Context: an optimization exercise on an open-source flow, tuned for small area and few clock cycles per item. The choices shown serve that exercise and are no tape-out recipe.
Function was not checked in any run shown here: the RTL went through the layout flow alone.
Power figures rest on the tool's default switching activity, not on a simulated workload.

==> design.v <==
module rs_c3_enc (
    input  wire        clk,
    input  wire        rst,
    input  wire        in_valid,
    output wire        in_ready,
    input  wire [15:0] in_data,
    output wire        out_valid,
    input  wire        out_ready,
    output wire [15:0] out_data,
    output wire        out_last
);
    localparam integer K    = 240;
    localparam integer NPAR = 16;
    reg [15:0] par [0:NPAR-1];
    reg        emitting;    
    reg        flushing;    
    reg [7:0]  in_cnt;
    reg [3:0]  out_cnt;
    wire take  = in_valid && !emitting;
    wire shift = emitting && (out_ready || flushing);
    wire en    = take || shift;
    wire [15:0] fb = (in_data ^ par[NPAR-1]) & {16{!emitting}};
    wire [15:0] gp [0:NPAR-1];
    wire x0 = fb[13] ^ fb[15];
    wire x1 = fb[0] ^ fb[4];
    wire x2 = fb[1] ^ fb[3];
    wire x3 = fb[12] ^ fb[14];
    wire x4 = fb[5] ^ fb[7];
    wire x5 = fb[2] ^ fb[11];
    wire x6 = fb[8] ^ fb[10];
    wire x7 = fb[6] ^ fb[9];
    wire x8 = x0 ^ x2;
    wire x9 = fb[11] ^ x8;
    wire x10 = fb[1] ^ x5;
    wire x11 = fb[15] ^ x4;
    wire x12 = x10 ^ x11;
    wire x13 = x3 ^ x9;
    wire x14 = fb[5] ^ fb[14];
    wire x15 = fb[12] ^ x1;
    wire x16 = fb[6] ^ x15;
    wire x17 = fb[0] ^ x13;
    wire x18 = x12 ^ x16;
    wire x19 = fb[9] ^ fb[10];
    wire x20 = fb[7] ^ x6;
    wire x21 = fb[8] ^ x18;
    wire x22 = fb[1] ^ x3;
    wire x23 = x19 ^ x22;
    wire x24 = x17 ^ x20;
    wire x25 = x5 ^ x24;
    wire x26 = fb[13] ^ x23;
    wire x27 = x2 ^ x7;
    wire x28 = fb[2] ^ x14;
    wire x29 = fb[7] ^ fb[9];
    wire x30 = x0 ^ x16;
    wire x31 = fb[2] ^ x30;
    wire x32 = fb[4] ^ x11;
    wire x33 = fb[11] ^ x12;
    wire x34 = x1 ^ x29;
    wire x35 = x32 ^ x34;
    wire x36 = fb[3] ^ fb[12];
    wire x37 = x18 ^ x26;
    wire x38 = x24 ^ x29;
    wire x39 = x27 ^ x38;
    wire x40 = fb[8] ^ x9;
    wire x41 = x1 ^ x33;
    wire x42 = x14 ^ x17;
    wire x43 = x39 ^ x42;
    wire x44 = x21 ^ x41;
    wire x45 = x14 ^ x25;
    wire x46 = fb[3] ^ x43;
    wire x47 = x6 ^ x26;
    wire x48 = fb[10] ^ x32;
    wire x49 = x40 ^ x47;
    wire x50 = fb[4] ^ fb[6];
    wire x51 = fb[10] ^ x33;
    wire x52 = x6 ^ x34;
    wire x53 = x23 ^ x28;
    wire x54 = x11 ^ x44;
    wire x55 = x17 ^ x54;
    wire x56 = x21 ^ x27;
    wire x57 = x55 ^ x56;
    wire x58 = x4 ^ x13;
    wire x59 = x33 ^ x42;
    wire x60 = fb[4] ^ x19;
    wire x61 = fb[15] ^ x46;
    wire x62 = x41 ^ x55;
    wire x63 = x4 ^ x55;
    wire x64 = fb[13] ^ x20;
    wire x65 = fb[11] ^ x50;
    wire x66 = x31 ^ x49;
    wire x67 = fb[6] ^ x4;
    wire x68 = x33 ^ x39;
    wire x69 = x39 ^ x52;
    wire x70 = x27 ^ x46;
    wire x71 = fb[6] ^ x59;
    wire x72 = x15 ^ x43;
    wire x73 = x28 ^ x64;
    wire x74 = fb[3] ^ x18;
    wire x75 = fb[12] ^ x71;
    wire x76 = x6 ^ x61;
    wire x77 = x48 ^ x68;
    wire x78 = fb[5] ^ x38;
    wire x79 = x16 ^ x53;
    wire x80 = fb[4] ^ fb[15];
    wire x81 = x50 ^ x64;
    wire x82 = fb[0] ^ x16;
    wire x83 = x6 ^ x62;
    wire x84 = x23 ^ x31;
    wire x85 = x1 ^ x58;
    wire x86 = x31 ^ x37;
    wire x87 = x10 ^ x78;
    wire x88 = fb[7] ^ x47;
    wire x89 = fb[8] ^ x31;
    wire x90 = fb[3] ^ x5;
    wire x91 = x18 ^ x22;
    wire x92 = x33 ^ x91;
    wire x93 = x50 ^ x90;
    wire x94 = fb[6] ^ x49;
    wire x95 = fb[3] ^ x64;
    wire x96 = fb[14] ^ x40;
    wire x97 = x61 ^ x63;
    wire x98 = fb[4] ^ x56;
    wire x99 = fb[11] ^ x14;
    wire x100 = x8 ^ x37;
    wire x101 = x93 ^ x94;
    wire x102 = fb[8] ^ x77;
    wire x103 = x35 ^ x41;
    wire x104 = x29 ^ x58;
    wire x105 = x29 ^ x55;
    wire x106 = x1 ^ x86;
    wire x107 = fb[6] ^ x51;
    wire x108 = x72 ^ x88;
    wire x109 = x90 ^ x91;
    wire x110 = x49 ^ x109;
    wire x111 = x68 ^ x109;
    wire x112 = fb[14] ^ x52;
    wire x113 = x97 ^ x112;
    wire x114 = x79 ^ x101;
    wire x115 = x84 ^ x113;
    wire x116 = x20 ^ x112;
    wire x117 = fb[8] ^ x35;
    wire x118 = x60 ^ x89;
    wire x119 = x91 ^ x117;
    wire x120 = x78 ^ x79;
    wire x121 = x46 ^ x53;
    wire x122 = x8 ^ x23;
    wire x123 = x31 ^ x38;
    wire x124 = x63 ^ x123;
    wire x125 = x26 ^ x116;
    wire x126 = x1 ^ x125;
    wire x127 = x19 ^ x95;
    wire x128 = x126 ^ x127;
    wire x129 = x72 ^ x95;
    wire x130 = fb[12] ^ x56;
    wire x131 = x5 ^ x94;
    wire x132 = fb[6] ^ x8;
    wire x133 = x59 ^ x101;
    wire x134 = x16 ^ x61;
    wire x135 = x28 ^ x133;
    wire x136 = x16 ^ x44;
    wire x137 = x74 ^ x136;
    wire x138 = fb[15] ^ x81;
    wire x139 = fb[13] ^ x121;
    wire x140 = x65 ^ x117;
    wire x141 = x30 ^ x83;
    wire x142 = x27 ^ x141;
    wire x143 = x42 ^ x140;
    wire x144 = fb[3] ^ x47;
    wire x145 = x53 ^ x98;
    wire x146 = x103 ^ x114;
    wire x147 = x51 ^ x146;
    wire x148 = x91 ^ x147;
    wire x149 = fb[3] ^ fb[10];
    wire x150 = x72 ^ x139;
    wire x151 = fb[6] ^ x86;
    wire x152 = fb[5] ^ x16;
    wire x153 = x41 ^ x104;
    wire x154 = fb[7] ^ x78;
    wire x155 = x57 ^ x65;
    wire x156 = x43 ^ x51;
    wire x157 = x25 ^ x60;
    wire x158 = x61 ^ x91;
    wire x159 = fb[3] ^ x117;
    wire x160 = x7 ^ x111;
    wire x161 = x116 ^ x117;
    wire x162 = x7 ^ x83;
    wire x163 = x151 ^ x162;
    wire x164 = x31 ^ x81;
    wire x165 = x53 ^ x57;
    wire x166 = x82 ^ x142;
    wire x167 = x93 ^ x155;
    wire x168 = x89 ^ x138;
    wire x169 = fb[7] ^ x167;
    wire x170 = x77 ^ x80;
    wire x171 = x45 ^ x74;
    wire x172 = x51 ^ x171;
    wire x173 = x41 ^ x137;
    wire x174 = x1 ^ x68;
    wire x175 = x92 ^ x121;
    wire x176 = x44 ^ x71;
    wire x177 = x4 ^ x51;
    wire x178 = x73 ^ x110;
    wire x179 = x2 ^ x116;
    wire x180 = x40 ^ x67;
    wire x181 = x62 ^ x126;
    wire x182 = x31 ^ x76;
    wire x183 = x15 ^ x150;
    wire x184 = fb[13] ^ x75;
    wire x185 = x73 ^ x111;
    wire x186 = x2 ^ x82;
    wire x187 = x34 ^ x113;
    wire x188 = x65 ^ x72;
    wire x189 = x97 ^ x153;
    wire x190 = fb[14] ^ x57;
    wire x191 = x29 ^ x100;
    wire x192 = x5 ^ x58;
    wire x193 = x13 ^ x126;
    wire x194 = x55 ^ x129;
    wire x195 = x10 ^ x166;
    wire x196 = fb[11] ^ x22;
    wire x197 = x13 ^ x73;
    wire x198 = x9 ^ x159;
    wire x199 = x194 ^ x195;
    wire x200 = x44 ^ x78;
    wire x201 = x14 ^ x85;
    wire x202 = x91 ^ x108;
    wire x203 = x34 ^ x72;
    wire x204 = x126 ^ x167;
    wire x205 = x20 ^ x125;
    wire x206 = x133 ^ x166;
    wire x207 = x124 ^ x138;
    wire x208 = x30 ^ x207;
    wire x209 = x39 ^ x87;
    wire x210 = x74 ^ x115;
    wire x211 = x116 ^ x163;
    wire x212 = x57 ^ x100;
    wire x213 = x103 ^ x107;
    wire x214 = x30 ^ x111;
    wire x215 = x43 ^ x93;
    wire x216 = x19 ^ x66;
    wire x217 = x39 ^ x86;
    wire x218 = x109 ^ x143;
    wire x219 = x66 ^ x75;
    wire x220 = x23 ^ x78;
    wire x221 = fb[13] ^ x113;
    wire x222 = x36 ^ x73;
    wire x223 = x69 ^ x144;
    wire x224 = x92 ^ x113;
    wire x225 = fb[11] ^ x31;
    wire x226 = x116 ^ x118;
    wire x227 = x48 ^ x124;
    wire x228 = fb[3] ^ x155;
    wire x229 = x46 ^ x138;
    wire x230 = x1 ^ x157;
    wire x231 = x18 ^ x83;
    wire x232 = x7 ^ x127;
    wire x233 = x106 ^ x119;
    wire x234 = fb[2] ^ x95;
    wire x235 = fb[2] ^ x43;
    wire x236 = x15 ^ x70;
    wire x237 = x39 ^ x40;
    wire x238 = x144 ^ x145;
    wire x239 = x114 ^ x172;
    wire x240 = x30 ^ x108;
    wire x241 = x70 ^ x155;
    wire x242 = x80 ^ x153;
    wire x243 = x80 ^ x82;
    wire x244 = x34 ^ x76;
    wire x245 = x42 ^ x149;
    wire x246 = x54 ^ x95;
    wire x247 = x74 ^ x97;
    wire x248 = x13 ^ x151;
    wire x249 = x41 ^ x60;
    wire x250 = fb[7] ^ x133;
    wire x251 = x50 ^ x77;
    wire x252 = x102 ^ x227;
    wire x253 = x40 ^ x140;
    wire x254 = x165 ^ x166;
    wire x255 = x36 ^ x45;
    wire x256 = x37 ^ x71;
    wire x257 = x137 ^ x140;
    wire x258 = x17 ^ x18;
    wire x259 = x107 ^ x130;
    wire x260 = x87 ^ x88;
    wire x261 = x15 ^ x20;
    wire x262 = x10 ^ x88;
    wire x263 = x24 ^ x93;
    wire x264 = x122 ^ x128;
    wire x265 = x41 ^ x135;
    wire x266 = x16 ^ x38;
    wire x267 = x146 ^ x157;
    wire x268 = x32 ^ x122;
    wire x269 = x49 ^ x85;
    wire x270 = x30 ^ x47;
    wire x271 = x1 ^ x156;
    wire x272 = x39 ^ x82;
    wire x273 = x153 ^ x154;
    wire x274 = x36 ^ x52;
    wire x275 = x27 ^ x76;
    wire x276 = x166 ^ x167;
    wire x277 = x79 ^ x99;
    wire x278 = x0 ^ x73;
    wire x279 = fb[10] ^ x64;
    wire x280 = x87 ^ x148;
    wire x281 = x56 ^ x152;
    wire x282 = x20 ^ x182;
    wire x283 = x8 ^ x47;
    wire x284 = fb[15] ^ x99;
    wire x285 = x17 ^ x91;
    wire x286 = x14 ^ x37;
    wire x287 = x47 ^ x67;
    wire x288 = fb[15] ^ x40;
    wire x289 = x118 ^ x163;
    wire x290 = x122 ^ x144;
    wire x291 = x4 ^ x90;
    wire x292 = x147 ^ x163;
    wire x293 = x19 ^ x102;
    wire x294 = fb[8] ^ x65;
    wire x295 = x130 ^ x160;
    wire x296 = fb[5] ^ x31;
    wire x297 = x115 ^ x208;
    wire x298 = x109 ^ x131;
    wire x299 = x42 ^ x84;
    wire x300 = x10 ^ x130;
    wire x301 = x14 ^ x245;
    wire x302 = x59 ^ x167;
    wire x303 = x44 ^ x92;
    wire x304 = fb[4] ^ x116;
    wire x305 = x94 ^ x158;
    wire x306 = x27 ^ x151;
    wire x307 = x26 ^ x77;
    wire x308 = x96 ^ x111;
    wire x309 = x133 ^ x134;
    wire x310 = x1 ^ x94;
    wire x311 = x159 ^ x195;
    wire x312 = x120 ^ x121;
    wire x313 = fb[10] ^ x56;
    wire x314 = x41 ^ x88;
    wire x315 = x56 ^ x75;
    wire x316 = x159 ^ x160;
    wire x317 = x115 ^ x116;
    wire x318 = x69 ^ x70;
    wire x319 = x105 ^ x110;
    wire x320 = x10 ^ x60;
    wire x321 = x92 ^ x116;
    wire x322 = fb[1] ^ x93;
    wire x323 = x113 ^ x136;
    wire x324 = fb[3] ^ x80;
    wire x325 = x5 ^ x96;
    wire x326 = x98 ^ x99;
    wire x327 = x3 ^ x94;
    wire x328 = x40 ^ x103;
    wire x329 = x107 ^ x108;
    wire x330 = x41 ^ x152;
    wire x331 = x58 ^ x106;
    wire x332 = x149 ^ x150;
    wire x333 = x28 ^ x105;
    wire x334 = x54 ^ x79;
    wire x335 = x27 ^ x84;
    wire x336 = x100 ^ x159;
    wire x337 = fb[2] ^ x46;
    wire x338 = x79 ^ x80;
    wire x339 = x1 ^ x129;
    wire x340 = x94 ^ x95;
    wire x341 = x111 ^ x142;
    wire x342 = x58 ^ x127;
    wire x343 = fb[8] ^ x118;
    wire x344 = fb[12] ^ x140;
    wire x345 = x9 ^ x156;
    wire x346 = x19 ^ x117;
    wire x347 = x5 ^ x89;
    wire x348 = x198 ^ x252;
    wire x349 = fb[14] ^ x5;
    wire x350 = x18 ^ x294;
    wire x351 = x127 ^ x208;
    wire x352 = x75 ^ x114;
    wire x353 = x46 ^ x128;
    wire x354 = x223 ^ x224;
    wire x355 = x73 ^ x74;
    wire x356 = x32 ^ x92;
    wire x357 = x137 ^ x138;
    wire x358 = x42 ^ x121;
    wire x359 = x28 ^ x132;
    wire x360 = fb[9] ^ x172;
    wire x361 = fb[3] ^ x132;
    wire x362 = x98 ^ x100;
    wire x363 = x98 ^ x125;
    wire x364 = x190 ^ x224;
    wire x365 = x72 ^ x81;
    wire x366 = x10 ^ x143;
    wire x367 = x251 ^ x252;
    wire x368 = fb[11] ^ x146;
    wire x369 = x16 ^ x45;
    wire x370 = x40 ^ x120;
    wire x371 = fb[14] ^ x54;
    wire x372 = x57 ^ x76;
    wire x373 = x51 ^ x106;
    wire x374 = x21 ^ x68;
    wire x375 = x24 ^ x65;
    wire x376 = x95 ^ x125;
    wire x377 = x56 ^ x131;
    wire x378 = x31 ^ x158;
    wire x379 = x41 ^ x141;
    wire x380 = x12 ^ x63;
    wire x381 = x245 ^ x380;
    assign gp[0][0] = x211;
    assign gp[0][1] = x375;
    assign gp[0][2] = x186;
    assign gp[0][3] = x310;
    assign gp[0][4] = x123;
    assign gp[0][5] = x313;
    assign gp[0][6] = x297;
    assign gp[0][7] = x174;
    assign gp[0][8] = x225;
    assign gp[0][9] = x365;
    assign gp[0][10] = x196;
    assign gp[0][11] = x294;
    assign gp[0][12] = x367;
    assign gp[0][13] = x203;
    assign gp[0][14] = x286;
    assign gp[0][15] = x306;
    assign gp[1][0] = x362;
    assign gp[1][1] = x227;
    assign gp[1][2] = x324;
    assign gp[1][3] = x114;
    assign gp[1][4] = x239;
    assign gp[1][5] = x104;
    assign gp[1][6] = x226;
    assign gp[1][7] = x323;
    assign gp[1][8] = x352;
    assign gp[1][9] = x120;
    assign gp[1][10] = x320;
    assign gp[1][11] = x264;
    assign gp[1][12] = x309;
    assign gp[1][13] = x178;
    assign gp[1][14] = x154;
    assign gp[1][15] = x293;
    assign gp[2][0] = x311;
    assign gp[2][1] = x344;
    assign gp[2][2] = x169;
    assign gp[2][3] = x59;
    assign gp[2][4] = x245;
    assign gp[2][5] = x170;
    assign gp[2][6] = x230;
    assign gp[2][7] = x162;
    assign gp[2][8] = x300;
    assign gp[2][9] = x79;
    assign gp[2][10] = x307;
    assign gp[2][11] = x210;
    assign gp[2][12] = x201;
    assign gp[2][13] = x182;
    assign gp[2][14] = x359;
    assign gp[2][15] = x271;
    assign gp[3][0] = x328;
    assign gp[3][1] = x236;
    assign gp[3][2] = x115;
    assign gp[3][3] = x361;
    assign gp[3][4] = x250;
    assign gp[3][5] = x134;
    assign gp[3][6] = x254;
    assign gp[3][7] = x381;
    assign gp[3][8] = x165;
    assign gp[3][9] = x371;
    assign gp[3][10] = x106;
    assign gp[3][11] = x303;
    assign gp[3][12] = x277;
    assign gp[3][13] = x197;
    assign gp[3][14] = x366;
    assign gp[3][15] = x268;
    assign gp[4][0] = x332;
    assign gp[4][1] = x235;
    assign gp[4][2] = x180;
    assign gp[4][3] = x339;
    assign gp[4][4] = x244;
    assign gp[4][5] = x107;
    assign gp[4][6] = x184;
    assign gp[4][7] = x376;
    assign gp[4][8] = x66;
    assign gp[4][9] = x379;
    assign gp[4][10] = x275;
    assign gp[4][11] = x202;
    assign gp[4][12] = x343;
    assign gp[4][13] = x280;
    assign gp[4][14] = x373;
    assign gp[4][15] = x241;
    assign gp[5][0] = x46;
    assign gp[5][1] = x207;
    assign gp[5][2] = x353;
    assign gp[5][3] = x229;
    assign gp[5][4] = x177;
    assign gp[5][5] = x90;
    assign gp[5][6] = x194;
    assign gp[5][7] = x354;
    assign gp[5][8] = x185;
    assign gp[5][9] = x296;
    assign gp[5][10] = x347;
    assign gp[5][11] = x312;
    assign gp[5][12] = x145;
    assign gp[5][13] = x175;
    assign gp[5][14] = x183;
    assign gp[5][15] = x216;
    assign gp[6][0] = x142;
    assign gp[6][1] = x206;
    assign gp[6][2] = x259;
    assign gp[6][3] = x377;
    assign gp[6][4] = x278;
    assign gp[6][5] = x327;
    assign gp[6][6] = x261;
    assign gp[6][7] = x198;
    assign gp[6][8] = x281;
    assign gp[6][9] = x274;
    assign gp[6][10] = x369;
    assign gp[6][11] = x161;
    assign gp[6][12] = x291;
    assign gp[6][13] = x173;
    assign gp[6][14] = x269;
    assign gp[6][15] = x337;
    assign gp[7][0] = x240;
    assign gp[7][1] = x171;
    assign gp[7][2] = x193;
    assign gp[7][3] = x289;
    assign gp[7][4] = x223;
    assign gp[7][5] = x298;
    assign gp[7][6] = x267;
    assign gp[7][7] = x119;
    assign gp[7][8] = x348;
    assign gp[7][9] = x218;
    assign gp[7][10] = x334;
    assign gp[7][11] = x317;
    assign gp[7][12] = x87;
    assign gp[7][13] = x266;
    assign gp[7][14] = x189;
    assign gp[7][15] = x246;
    assign gp[8][0] = x222;
    assign gp[8][1] = x341;
    assign gp[8][2] = x329;
    assign gp[8][3] = x205;
    assign gp[8][4] = x128;
    assign gp[8][5] = x124;
    assign gp[8][6] = x188;
    assign gp[8][7] = x190;
    assign gp[8][8] = x364;
    assign gp[8][9] = x253;
    assign gp[8][10] = x237;
    assign gp[8][11] = x42;
    assign gp[8][12] = x55;
    assign gp[8][13] = x302;
    assign gp[8][14] = x260;
    assign gp[8][15] = x322;
    assign gp[9][0] = x342;
    assign gp[9][1] = x118;
    assign gp[9][2] = x212;
    assign gp[9][3] = x315;
    assign gp[9][4] = x378;
    assign gp[9][5] = x262;
    assign gp[9][6] = x122;
    assign gp[9][7] = x272;
    assign gp[9][8] = x299;
    assign gp[9][9] = x318;
    assign gp[9][10] = x234;
    assign gp[9][11] = x233;
    assign gp[9][12] = x282;
    assign gp[9][13] = x358;
    assign gp[9][14] = x305;
    assign gp[9][15] = x363;
    assign gp[10][0] = x72;
    assign gp[10][1] = x360;
    assign gp[10][2] = x103;
    assign gp[10][3] = x370;
    assign gp[10][4] = x263;
    assign gp[10][5] = x292;
    assign gp[10][6] = x181;
    assign gp[10][7] = x135;
    assign gp[10][8] = x221;
    assign gp[10][9] = x213;
    assign gp[10][10] = x204;
    assign gp[10][11] = x199;
    assign gp[10][12] = x231;
    assign gp[10][13] = x102;
    assign gp[10][14] = x192;
    assign gp[10][15] = x62;
    assign gp[11][0] = x331;
    assign gp[11][1] = x215;
    assign gp[11][2] = x316;
    assign gp[11][3] = x368;
    assign gp[11][4] = x110;
    assign gp[11][5] = x295;
    assign gp[11][6] = x345;
    assign gp[11][7] = x326;
    assign gp[11][8] = x336;
    assign gp[11][9] = x98;
    assign gp[11][10] = x242;
    assign gp[11][11] = x71;
    assign gp[11][12] = x276;
    assign gp[11][13] = x319;
    assign gp[11][14] = x314;
    assign gp[11][15] = x200;
    assign gp[12][0] = x168;
    assign gp[12][1] = x288;
    assign gp[12][2] = x112;
    assign gp[12][3] = x148;
    assign gp[12][4] = x232;
    assign gp[12][5] = x219;
    assign gp[12][6] = x346;
    assign gp[12][7] = x321;
    assign gp[12][8] = x257;
    assign gp[12][9] = x357;
    assign gp[12][10] = x287;
    assign gp[12][11] = x355;
    assign gp[12][12] = x187;
    assign gp[12][13] = x270;
    assign gp[12][14] = x249;
    assign gp[12][15] = x214;
    assign gp[13][0] = x258;
    assign gp[13][1] = x109;
    assign gp[13][2] = x325;
    assign gp[13][3] = x217;
    assign gp[13][4] = x150;
    assign gp[13][5] = x191;
    assign gp[13][6] = x74;
    assign gp[13][7] = x285;
    assign gp[13][8] = x228;
    assign gp[13][9] = x335;
    assign gp[13][10] = x372;
    assign gp[13][11] = x338;
    assign gp[13][12] = x340;
    assign gp[13][13] = x238;
    assign gp[13][14] = x301;
    assign gp[13][15] = x251;
    assign gp[14][0] = x273;
    assign gp[14][1] = x209;
    assign gp[14][2] = x137;
    assign gp[14][3] = x248;
    assign gp[14][4] = x356;
    assign gp[14][5] = x330;
    assign gp[14][6] = x176;
    assign gp[14][7] = x179;
    assign gp[14][8] = x350;
    assign gp[14][9] = x333;
    assign gp[14][10] = x256;
    assign gp[14][11] = x247;
    assign gp[14][12] = x96;
    assign gp[14][13] = x101;
    assign gp[14][14] = x97;
    assign gp[14][15] = x92;
    assign gp[15][0] = x304;
    assign gp[15][1] = x290;
    assign gp[15][2] = x349;
    assign gp[15][3] = x283;
    assign gp[15][4] = x374;
    assign gp[15][5] = x284;
    assign gp[15][6] = x243;
    assign gp[15][7] = x279;
    assign gp[15][8] = x147;
    assign gp[15][9] = x255;
    assign gp[15][10] = x351;
    assign gp[15][11] = x105;
    assign gp[15][12] = x164;
    assign gp[15][13] = x265;
    assign gp[15][14] = x308;
    assign gp[15][15] = x220;
    integer k;
    always @(posedge clk) begin
        if (en) begin
            par[0] <= gp[0];
            for (k = 1; k < NPAR; k = k + 1) par[k] <= par[k-1] ^ gp[k];
        end
    end
    always @(posedge clk) begin
        if (rst) begin
            emitting <= 1'b1;
            flushing <= 1'b1;
            in_cnt   <= 8'd0;
            out_cnt  <= 4'd0;
        end else if (take) begin
            if (in_cnt == K - 1) begin
                in_cnt   <= 8'd0;
                emitting <= 1'b1;
            end else begin
                in_cnt <= in_cnt + 8'd1;
            end
        end else if (shift) begin
            if (out_cnt == NPAR - 1) begin
                out_cnt  <= 4'd0;
                emitting <= 1'b0;
                flushing <= 1'b0;
            end else begin
                out_cnt <= out_cnt + 4'd1;
            end
        end
    end
    assign in_ready  = !emitting;
    assign out_valid = emitting && !flushing;
    assign out_data  = par[NPAR-1];
    assign out_last  = out_cnt == NPAR - 1;
endmodule
==> run.sh <==
#!/bin/bash
# synth_recipe.tcl (not shown) runs the flow's synth.tcl, then flattens the netlist and writes it again
# the make line also repeats each setting of config.mk as NAME=value (left out here)
make -C /OpenROAD-flow-scripts/flow DESIGN_CONFIG=/design/flow/config.mk WORK_HOME=/design/flow/orfs CLKGATE_MAP_FILE= SYNTH_SCRIPT=/design/flow/synth_recipe.tcl finish
==> config.mk <==
export PLATFORM = sky130hd
export DESIGN_NAME = rs_c3_enc
export DESIGN_NICKNAME = rs_c3_enc
export VERILOG_FILES = /design/flow/design.v
export SDC_FILE = /design/flow/constraint.sdc
export NUM_CORES = 4
export LEC_CHECK = 0
export CAP_MARGIN = 20
export CORE_MARGIN = 2
export CORE_UTILIZATION = 40
export PLACE_DENSITY = 0.6
export SLEW_MARGIN = 20
==> constraint.sdc <==
create_clock -name core_clock -period 4.0 [get_ports {clk}]
set_input_delay 0.8000 -clock core_clock [delete_from_list [all_inputs] [get_ports {clk}]]
set_output_delay 0.8000 -clock core_clock [all_outputs]
set_load 0.01 [all_outputs]
==> impl_metrics.csv, run 1 <==
group,metric,value,unit
outcome,status,"finished clean",
floorplan,die_w,204.8,um
floorplan,start_util,0.4057,
placement,gp_congestion,0.9454,
detailed_routing,drtIter0Drc,981,
setup_path,critPathLaunch,"in_data[0]",
sta,hold_viol,0,
detailed_routing,drtAntennaViolNets,0,
clock_network,hold_buffers,0,
sta,slew_headroom,0.2472,
sta,rsz0062_at_grt,"false",
synth,synth_area_leaders,"edfxtp_1 (48%), xnor2_1 (27%), xor2_1 (8.5%)",
placement,dpl-instance-area,0.01944,mm^2
setup_path,critical_path_required,4.24,ns
clock_network,post_cts_buffers,0,
grt,grt_pass1_vias,10160,
sta,finalWorstSetupSlack,0.2173,ns
clock_network,clockBufferDepth,3,
cells_and_area,drive_gt1_frac,0.2520,
clock_network,clkLatencyLatePin,0.55,ns
detailed_routing,num_vias,10000,
synth,ys_warn_count,2,
run,maxCapViolations,0,
sta,skew,0.02880,ns
clock_network,numCtsBuffers,34,
floorplan,row_count,73,
cells_and_area,fillers,3482,
detailed_routing,via_per_inst,4.882,
clock_network,cts.clk_slew.worst_paths,0.06,ns
sta,fmax,0.2644,GHz
clock_network,clock_sinks,270,
pwr,worst_ir_drop_vdd,328.4,uV
pwr,p_leak,8.554,nW
grt,grt_antenna_before_repair,0,
detailed_routing,wl_per_cell,26.20,um
clock_network,htree_levels,2,
setup_path,endpoint_kind,"flip-flop",
clock_network,cts_tree,"built",
floorplan,design.core.area,0.03973,mm^2
pwr,power_density,328.8,mW/mm^2
clock_network,cts_resized,0,
sta,finalCritPeriodShare,0.9457,
detailed_routing,wl,53.68,mm
cells_and_area,antenna_cells,0,
sta,fin_tns_setup,0,ns
setup_path,worstSetupStartpointType,"input pin",
synth,yosysSeqAreaShare,0.4943,
setup_path,rr_startpoint,"par[15][1]",
cells_and_area,area_growth,26.81,%
setup_path,crit_fanout,5,
grt,grt_use_total,0.2658,
sta,final.min_clock_period,3.783,ns
floorplan,dieArea,0.04192,mm^2
setup_path,path_class,"input pin to flip-flop",
cells_and_area,fin_nets,1524,
sta,worst_pin_slew,1.125,ns
cells_and_area,stdcell_area,0.02044,mm^2
pwr,totalPowerFinal,0.006722,W
placement,place_ws,-0.3228,ns
hold_path,hold_class,"flip-flop to flip-flop",
detailed_routing,dr.pass1.iters,5,
placement,dp_hpwl,41.65,mm
cells_and_area,utilization,0.5145,
placement,portBuffers,38,
sta,setup_viol,0,
synth,synth_top_area_cell,"edfxtp_1",
grt,grt_pass1_wl,75.91,mm
synth,synth_cell_types,42,
grt,grt-ovfl-total,0,
setup_path,arrival,4.03,ns
synth,synthesis.nets,1187,
sta,slew_viol_final,0,
synth,postSynthCellCount,1165,
detailed_routing,drcViolationCount,0,
floorplan,io_pins,39,
synth,syn_avg_cell_area,13.84,um^2
synth,synth_area,0.01612,mm^2
synth,ys_seq_elements,270,
synth,yosys.area.top_type_share,0.4769,
floorplan,die_y,204.8,um
clock_network,clock-root-buffer,"clkbuf_16",
grt,grt_start_max_net_pins,71,
hold_path,worstHoldStart,"out_cnt[3]",
-- state kept, by name, summed over array words and instances, names as in the netlist --
signal and count:
flushing 1, emitting 1, out_cnt 4, par 256, in_cnt 8
-- metal layers --
layer,global-route usage,share of wire,vias up
met2,0.4174,0.46,329
met1,0.3697,0.45,5052
li1,-,-,4538
met5,0,0,-
met3,0.04295,0.059,84
met4,0.09964,0.038,0
-- through the flow --
step,hold slack [ns],std cells
detailed placement,0.4834,1991
global route,0.5123,2049
floorplan,0.4539,1165
finish,0.4972,2049
global placement,0.4684,1991
CTS,0.4943,2049
-- placed cells by master (no fill, tap or decap), drive strengths merged, types with 3 or more instances in the layout --
| cell type | count |
|---|---|
| mux2i | 3 |
| buf | 282 |
| a21oi | 5 |
| o21ai | 6 |
| xnor3 | 39 |
| inv | 4 |
| edfxtp | 256 |
| clkdlybuf4s50 | 38 |
| xor2 | 162 |
| or2 | 3 |
| and2 | 3 |
| clkinv | 13 |
| dfxtp | 14 |
| xnor2 | 519 |
| nand2 | 16 |
| xor3 | 5 |
| clkbuf | 43 |
| nor2 | 96 |
-- power breakdown --
group	internal, W	total (W)	switching (W)
Combinational	0.000449	0.000800	0.000351
Clock	0.00164	0.00286	0.00122
Sequential	0.00306	0.00306	0.00000653
-- kinds of logic (layout without fill, tap and decap cells) --
kind of cell	Yosys count	after routing	share of synthesized area
buffers and inverters	22	381	0.006131
DFF	270	270	0.4943
xor gates and xnor gates	725	725	0.4535
AOI/OAI and AO/OA	14	14	0.004812
adders and majority gates	2	2	0.001552
muxes	4	4	0.002794
and+or+nand+nor	128	128	0.03695
-- path summary, 6_finish.rpt --
kind	to	slack [ns]	cells after the start
hold reg to reg	out_cnt[3]	0.50	2
setup reg to reg	par[10][5]	0.42	7
hold / removal	out_cnt[3]	0.50	2
setup / recovery	par[7][4]	0.22	9
-- layout make-up --
| class | count | area, um^2 | area share |
|---|---|---|---|
| flip-flops and latches | 270 | 7971 | 0.3900 |
| repair buffers | 320 | 2735 | 0.1338 |
| inverters | 3 | 11.26 | 0.0005509 |
| multi-input cells | 873 | 8064 | 0.3945 |
| clock buffers | 43 | 927.1 | 0.04535 |
| well taps | 525 | 656.9 | 0.03213 |
| clock inverters | 15 | 76.32 | 0.003734 |
-- cell usage after synthesis --
| cell type | number |
|---|---|
| mux2_2 | 1 |
| inv_1 | 3 |
| clkbuf_1 | 9 |
| edfxtp_1 | 256 |
| buf_2 | 4 |
| nor2_2 | 10 |
| xnor3_1 | 34 |
| mux2i_2 | 1 |
| nor2_1 | 82 |
| xnor2_1 | 494 |
| a21oi_1 | 5 |
| and4_1 | 1 |
| nor2_8 | 2 |
| nand3_1 | 1 |
| mux2i_1 | 2 |
| nor3_1 | 1 |
| nand4b_1 | 1 |
| xor2_4 | 2 |
| and2_1 | 3 |
| xnor3_4 | 1 |
| nand4_1 | 1 |
| o21ai_1 | 2 |
| xor2_2 | 3 |
| o21ai_0 | 4 |
| ha_1 | 2 |
| xor3_1 | 3 |
| xnor2_2 | 17 |
| nor2_4 | 2 |
| xor2_1 | 157 |
| buf_1 | 3 |
| xor3_2 | 2 |
| xnor2_4 | 8 |
| dfxtp_1 | 14 |
| xnor3_2 | 4 |
| o21bai_1 | 1 |
| or2_2 | 3 |
| a21o_1 | 2 |
| and3_1 | 2 |
| buf_4 | 3 |
| nor2b_1 | 1 |
| nand2_1 | 16 |
| or3_1 | 2 |
-- critical path, cell delays in order --
cell	delay [ns]
clkdlybuf4s50_1	0.42
xnor2_1	0.50
xnor3_1	0.32
xor3_2	0.52
xnor2_2	0.29
nor2_8	0.11
xnor2_1	0.52
xnor2_1	0.33
xor2_1	0.22
==> inputs of run 2 (changes only) <==
==> flow/run.sh (new file) <==
#!/bin/bash
set -euo pipefail
HERE=$(pwd)
cat > my_synth.tcl <<EOF
proc abc {args} {
  set i [lsearch -exact \$args -script]
  if {\$i >= 0} { set args [lreplace \$args [expr {\$i+1}] [expr {\$i+1}] $HERE/flow/abc.script] }
  yosys abc {*}\$args
}
source $HERE/synth_recipe.tcl
EOF
sed "s#SYNTH_SCRIPT=[^ ]*#SYNTH_SCRIPT=$HERE/my_synth.tcl#" standard.sh > my_standard.sh
bash my_standard.sh > make.log 2>&1
==> flow/abc.script (new file) <==
strash
map -a
==> standard.sh (new file) <==
#!/bin/bash
# synth_recipe.tcl (not shown) runs the flow's synth.tcl, then flattens the netlist and writes it again
# the make line also repeats each setting of config.mk as NAME=value (left out here)
make -C /OpenROAD-flow-scripts/flow DESIGN_CONFIG=/design/flow/config.mk WORK_HOME=/design/flow/orfs CLKGATE_MAP_FILE= SYNTH_SCRIPT=/design/flow/synth_recipe.tcl "${@:-finish}"
removed: run.sh
==> impl_metrics.csv, run 2 <==
group,metric,value,unit
setup_path,path_class,"flip-flop to flip-flop",
clock_network,clockBufferDepth,3,
grt,grt_pass1_vias,9363,
sta,setup_viol,83,
clock_network,clock-root-buffer,"clkbuf_16",
synth,ys.flop_type,"edfxtp_1",
sta,rsz0062_at_grt,"true",
detailed_routing,drtAntennaViolNets,0,
synth,synthesis.nets,1057,
synth,synth_area_leaders,"edfxtp_1 (54%), xor2_1 (31%), xnor2_1 (8.4%)",
cells_and_area,final_common_cell,"xor2_1",
grt,grt-ovfl-total,0,
pwr,p_leak,11.07,nW
cells_and_area,fin_nets,1496,
setup_path,worstSetupStartpointType,"flip-flop",
sta,hold_viol,0,
clock_network,htree_levels,1,
setup_path,reg2reg_depth,18,
synth,ys_warn_count,2,
cells_and_area,largest_reg_flops,256,
synth,synth_top_area_cell,"edfxtp_1",
placement,dpl-instance-area,0.01796,mm^2
sta,slew_viol_final,0,
setup_path,crit_fanout,7,
floorplan,io_pins,39,
synth,yosys.cell_count.top_type,"xor2_1",
run,maxCapViolations,0,
clock_network,clkLatencyLatePin,0.57,ns
setup_path,critical_path_required,4.30,ns
synth,yosys.area.top_type_share,0.5440,
setup_path,arrival,4.91,ns
synth,synth_cell_types,19,
cells_and_area,stdcell_area,0.02175,mm^2
floorplan,row_count,68,
placement,dp_hpwl,34.95,mm
detailed_routing,wl_per_cell,24.10,um
synth,postSynthCellCount,1035,
sta,finalWorstSetupSlack,-0.6125,ns
synth,yosysSeqAreaShare,0.5638,
sta,skew,0.02800,ns
sta,worst_pin_slew,0.7926,ns
cells_and_area,antenna_cells,0,
grt,grt_pass1_wl,64.23,mm
pwr,p_seq_frac,0.527,
detailed_routing,drtIter0Drc,693,
clock_network,cts_tree,"built",
grt,grt_antenna_before_repair,0,
cells_and_area,drive_gt1_frac,0.4225,
pwr,switching_share,0.2029,
sta,fin_tns_setup,-24.71,ns
cells_and_area,utilization,0.6281,
floorplan,design.core.area,0.03463,mm^2
cells_and_area,reg_top3,"par (256), in_cnt (8), out_cnt (4)",
clock_network,clock_sinks,270,
setup_path,critPathLaunch,"emitting",
floorplan,die_w,192.0,um
placement,place_ws,-1.586,ns
detailed_routing,wl,47.02,mm
placement,gp_congestion,0.9999,
synth,syn_avg_cell_area,13.65,um^2
cells_and_area,layout_common_cells,"xor2_1 (366), buf_4 (280), edfxtp_1 (256)",
sta,finalCritPeriodShare,1.153,
synth,synthTopCellsByCount,"xor2_1 (502), edfxtp_1 (256), xnor2_1 (136)",
pwr,power_density,275.4,mW/mm^2
outcome,status,"complete, but fails checks",
synth,ys_seq_elements,270,
placement,portBuffers,38,
pwr,worst_ir_drop_vdd,287.3,uV
cells_and_area,top_register,"par",
sta,slew_headroom,0.4660,
synth,synth-async-reset-ratio,0,
floorplan,start_util,0.4081,
sta,fmax,0.2168,GHz
setup_path,endpoint_kind,"flip-flop",
cells_and_area,area_growth,53.91,%
grt,grt_start_max_net_pins,65,
sta,final.min_clock_period,4.613,ns
setup_path,r2r_end,"par[2][11]",
floorplan,dieArea,0.03685,mm^2
detailed_routing,dr.pass1.iters,5,
detailed_routing,via_per_inst,4.774,
clock_network,hold_buffers,0,
clock_network,cts.clk_slew.worst_paths,0.06,ns
synth,synth_area,0.01413,mm^2
synth,synth_edf_count,256,
clock_network,numCtsBuffers,29,
hold_path,hold_class,"flip-flop to flip-flop",
grt,grt_use_total,0.2554,
outcome,so.violations,"setup timing",
floorplan,die_y,192.0,um
pwr,p_comb_frac,0.021,
setup_path,crit_end,"par[2][11]",
pwr,clkPwrFrac,0.452,
setup_path,rr_startpoint,"emitting",
cells_and_area,fillers,2593,
pwr,p_sw,0.001216,W
hold_path,min_path_cells,2,
pwr,internal_power,0.004774,W
detailed_routing,drcViolationCount,0,
setup_path,r2r_slack,-0.61,ns
detailed_routing,num_vias,9315,
run 2: cell count changes after synthesis, moves of 19 or more:
| cell | previous run | this run |
|---|---|---|
| clkinv_1 | 0 | 28 |
| nand2_1 | 16 | 35 |
| nor2_1 | 82 | 13 |
| xnor2_1 | 494 | 136 |
| xnor3_1 | 34 | 0 |
| xor2_1 | 157 | 502 |
run 2: cell type report:
| cell class | count | area (um^2) | area share |
|---|---|---|---|
| Clock buffer | 33 | 740.7 | 0.03405 |
| Clock inverter | 20 | 205.2 | 0.009434 |
| Tap cell | 455 | 569.3 | 0.02617 |
| Inverter | 28 | 140.1 | 0.006443 |
| Multi-Input combinational cell | 737 | 8447 | 0.3883 |
| Timing Repair Buffer | 408 | 3677 | 0.1691 |
| Sequential cell | 270 | 7971 | 0.3665 |
run 2: how the worst min path moves through the flow:
stage / start / slack (ns) / end
after floorplan: flushing / 0.45 / flushing
final: out_cnt[1] / 0.49 / out_cnt[1]
after CTS: out_cnt[1] / 0.49 / out_cnt[1]
after global placement: flushing / 0.47 / flushing
after global routing: out_cnt[3] / 0.51 / out_cnt[3]
after detailed placement: out_cnt[1] / 0.48 / out_cnt[1]
run 2: repair_timing:
action                                  4_1_cts  5_1_grt
setup buffers                                73       57
pin swaps                                    94      111
endpoints found under the setup margin      122      122
gates resized for setup                     197      151
run 2: cell families after synthesis:
logic type | Yosys count | share of synthesized area
XOR/XNOR | 638 | 0.3954
flip-flops | 270 | 0.5638
AND/OR/NAND/NOR | 80 | 0.02541
AO/OA/AOI/OAI | 17 | 0.006198
adder cells (fa/ha/maj) | 2 | 0.001770
buffers and inverters | 28 | 0.007437
run 2: stage by stage:
stage          total power, W  hold slack [ns]  cells
2_1_floorplan        0.003260           0.4507   1035
3_3_place_gp         0.003327           0.4688   1809
3_5_place_dp         0.003331           0.4816   1809
4_1_cts              0.006040           0.4898   1921
5_1_grt              0.006149           0.5101   1951
6_report             0.005990           0.4890   1951
run 2: routing by layer:
| metal | track usage | vias up | share of wire |
|---|---|---|---|
| met4 | 0.1175 | 0 | 0.056 |
| met3 | 0.05025 | 122 | 0.077 |
| met1 | 0.3414 | 4652 | 0.41 |
| met5 | 0 | - | 0 |
| li1 | - | 4204 | - |
| met2 | 0.4024 | 337 | 0.46 |
run 2: worst max-delay path, stage by stage (launching register included):
cell	delay, ns
dfxtp_4	0.37
buf_12	0.15
nor3b_4	0.33
xnor2_2	0.17
xnor2_2	0.26
xor2_2	0.28
xor2_4	0.25
xnor2_4	0.18
xor2_4	0.23
xor2_4	0.24
xnor2_4	0.17
xnor2_4	0.17
xor2_4	0.23
xor2_4	0.26
xor2_4	0.25
xor2_4	0.28
xor2_2	0.24
xor2_1	0.19
xor2_1	0.09
run 2: power by group through the flow:
stage	sequential, W	combinational (W)	clock [W]
after global placement	0.00321	0.000115	0
final	0.00315	0.000126	0.00271
after global routing	0.00316	0.000138	0.00285
after CTS	0.00315	0.000124	0.00276
after detailed placement	0.00321	0.000117	0
after floorplan	0.00321	0.0000541	0

-- port drivers added, routing unchanged --
In the flow no input, the clock included, has a driving cell. The finished layouts below were timed again as built, in two steps.
Step 1 sets driving cells, clkbuf_16 on the clock port and buf_2 on the other inputs (assumed; they add their load-dependent delay and slew).
Step 2 adds t to the input delays and takes it off the output delays; t is the mean of the earliest and latest rising clock arrival at the registers after step 1. Input paths then give back, and output paths get back, about the clock's delay inside the block.
Three values: ideal ports, drivers, drivers and shift; two values: the first two.
run | t (ns) | slack for setup (ns) | pins driven straight from the clock port
run 1 | 0.589 | 0.217 / 0.249 / -0.339 | 1
run 2 | 0.611 | -0.613 / -0.613 / -1.168 | 1
Met with ideal ports but missed after step 2: setup timing in run 1. The setup slack of run 1, which loses most, moves by +0.032 ns with the drivers and by -0.556 ns with both steps.
